Background: an optimization exercise with open tools, aiming at small area, a short achievable clock period and few clock cycles. Do not read the settings as production practice.
Function was checked by simulation only, so behaviour that the tests miss may differ from the original.
Power is estimated from default activity; no workload was simulated.

==> flow/design.v (excerpt) <==
module nyate_core (
    input  wire        clk,
    input  wire        rst,           
    input  wire [15:0] ilen,          
    input  wire [10:0] dlen,          
    output wire [14:0] imem_addr,
    input  wire [35:0] imem_rdata,
    output wire [15:0] dmem_addr,
    output wire        dmem_we,
    output wire [17:0] dmem_wdata,
    input  wire [17:0] dmem_rdata,
    output reg         halted,
    output reg  [3:0]  fault_cause,
    output reg  [17:0] fault_detail
);
==> flow/config.mk <==
export PLATFORM = sky130hd
export DESIGN_NAME = nyate_core
export DESIGN_NICKNAME = nyate_core
export VERILOG_FILES = /design/flow/design.v
export SDC_FILE = /design/flow/constraint.sdc
export NUM_CORES = 4
export LEC_CHECK = 0
export CAP_MARGIN = 20
export CORE_MARGIN = 2
export CORE_UTILIZATION = 50
export CTS_BUF_LIST = sky130_fd_sc_hd__clkbuf_8
export SLEW_MARGIN = 20
==> flow/constraint.sdc <==
create_clock -name core_clock -period 14.0 [get_ports {clk}]
set_input_delay 2.8000 -clock core_clock [delete_from_list [all_inputs] [get_ports {clk}]]
set_output_delay 2.8000 -clock core_clock [all_outputs]
set_load 0.01 [all_outputs]
standard.sh (not shown) runs the stock make flow with config.mk's settings and CLKGATE_MAP_FILE= SYNTH_SCRIPT=/design/flow/synth_recipe.tcl, a recipe that flattens the netlist after the stock synthesis.
==> flow/flow/run.sh <==
#!/bin/bash
# Layout flow: the standard layout (the make command of standard.sh),
# except that
#  - the port buffers are plain sky130_fd_sc_hd__buf_2 cells instead of the
#    delay cells buffer_ports picks on its own (every port still gets one);
#  - timing repair aims for 6.8 ns, so that the critical paths get
#    repaired although the 14 ns clock is met, and it may resize cells to
#    other footprints (MATCH_CELL_FOOTPRINT=0). The constraints are unchanged.
# The make output goes to standard_flow.log; each ORFS step keeps its own
# log under orfs/logs/.
set -euo pipefail
cd "$(dirname "$0")/.."
export BUFFER_PORTS_ARGS="-buffer_cell sky130_fd_sc_hd__buf_2"
export SETUP_SLACK_MARGIN=7.2
sed 's/"\${@:-finish}"/MATCH_CELL_FOOTPRINT=0 finish/' standard.sh > standard_nofp.sh
grep -q 'MATCH_CELL_FOOTPRINT=0 finish' standard_nofp.sh
bash standard_nofp.sh > standard_flow.log 2>&1
Testbench counts at the start, summed over its fixed seeds: cycles 74,060.
==> next run, changes <==
--- a/flow/design.v
+++ b/flow/design.v
@@ -116,17 +116,32 @@
     wire d_pf    = d_pcflt || illegal;
     wire is_alu  = (op >= 6'h02 && op <= 6'h1B);
     wire is_st   = (op == 6'h25);
     wire is_jal  = (op == 6'h37);
     wire use_imm = (is_alu && op[0]) || op == 6'h01 || op == 6'h1C || op == 6'h1D;
     wire [15:0] wen;
     wire [17:0] bus_e, bus_o;
-    wire [3:0]  bidx = (op[5] && op[2]) ? rd : rb;
-    wire [17:0] fwd_a = wen[ra]   ? (ra[0]   ? bus_o : bus_e) : regs[ra];
-    wire [17:0] fwd_b = wen[bidx] ? (bidx[0] ? bus_o : bus_e) : regs[bidx];
+    wire        b_rd  = op[5] && op[2];
+    wire [15:0] sel_a = 16'd1 << ra;
+    wire [15:0] sel_b = b_rd ? (16'd1 << rd) : (16'd1 << rb);
+    reg  [17:0] rp_a, rp_b;
+    integer ir;
+    always @(*) begin
+        rp_a = 18'd0;
+        rp_b = 18'd0;
+        for (ir = 0; ir < 16; ir = ir + 1) begin
+            rp_a = rp_a | ({18{sel_a[ir]}} & regs[ir]);
+            rp_b = rp_b | ({18{sel_b[ir]}} & regs[ir]);
+        end
+    end
+    wire        hit_a = |(sel_a & wen);
+    wire        hit_b = |(sel_b & wen);
+    wire        par_b = b_rd ? rd[0] : rb[0];
+    wire [17:0] fwd_a = hit_a ? (ra[0] ? bus_o : bus_e) : rp_a;
+    wire [17:0] fwd_b = hit_b ? (par_b ? bus_o : bus_e) : rp_b;
     wire [15:0] d_pc1 = d_pc + 16'd1;
     wire e_first = e_valid && (e_step == 4'd0);
     wire cin     = sw[SW_C];
     wire [17:0] add_x  = e_swap ? 18'd0 : e_a;
     wire [17:0] add_y0 = e_swap ? e_a : e_b;
     wire [17:0] add_y  = e_sub ? ~add_y0 : add_y0;
     wire        add_ci = e_sub ? !(e_usec && cin) : ((e_usec && cin) || (e_mul && e_sgn));
=>
- The new run passed the timing, design-rule and antenna checks
- via count stays flat
- die area increases by 0.71%
- power grows by 14%
- setup slack improves by 0.40 ns
- worst hold slack gets better by 0.0038 ns
- core utilization decreases by 0.19 points
- area after synthesis increases by 0.72%
- register-to-register slack improved by 0.22 ns
- routed wire length grows by 1.5%
Testbench counts after the change, summed over its fixed seeds: cycles 74,060.

-- port drivers added, routing unchanged --
No port has a modelled driver above. Below, the same layouts with a new extraction and two added sets of constraints. Step 1 assumes that a clkbuf_16 drives the clock port and a buf_2 every other input. Step 2 also shifts input and output timing later by t, the mid clock arrival at the registers, as if the neighbouring blocks saw the same clock. Three values: no drivers, after step 1, after step 2; two values: the first two.
run	t (ns)	setup WS [ns]	worst data-port slew with drivers (ns)
the first run	0.802	6.672 / 6.601 / 6.615	0.07
the second run	0.786	7.075 / 7.013 / 6.607	0.09
After both steps every run listed still meets setup and hold. For the second run, which loses most, drivers alone change the setup slack by -0.062 ns; drivers and shift together by -0.468 ns.
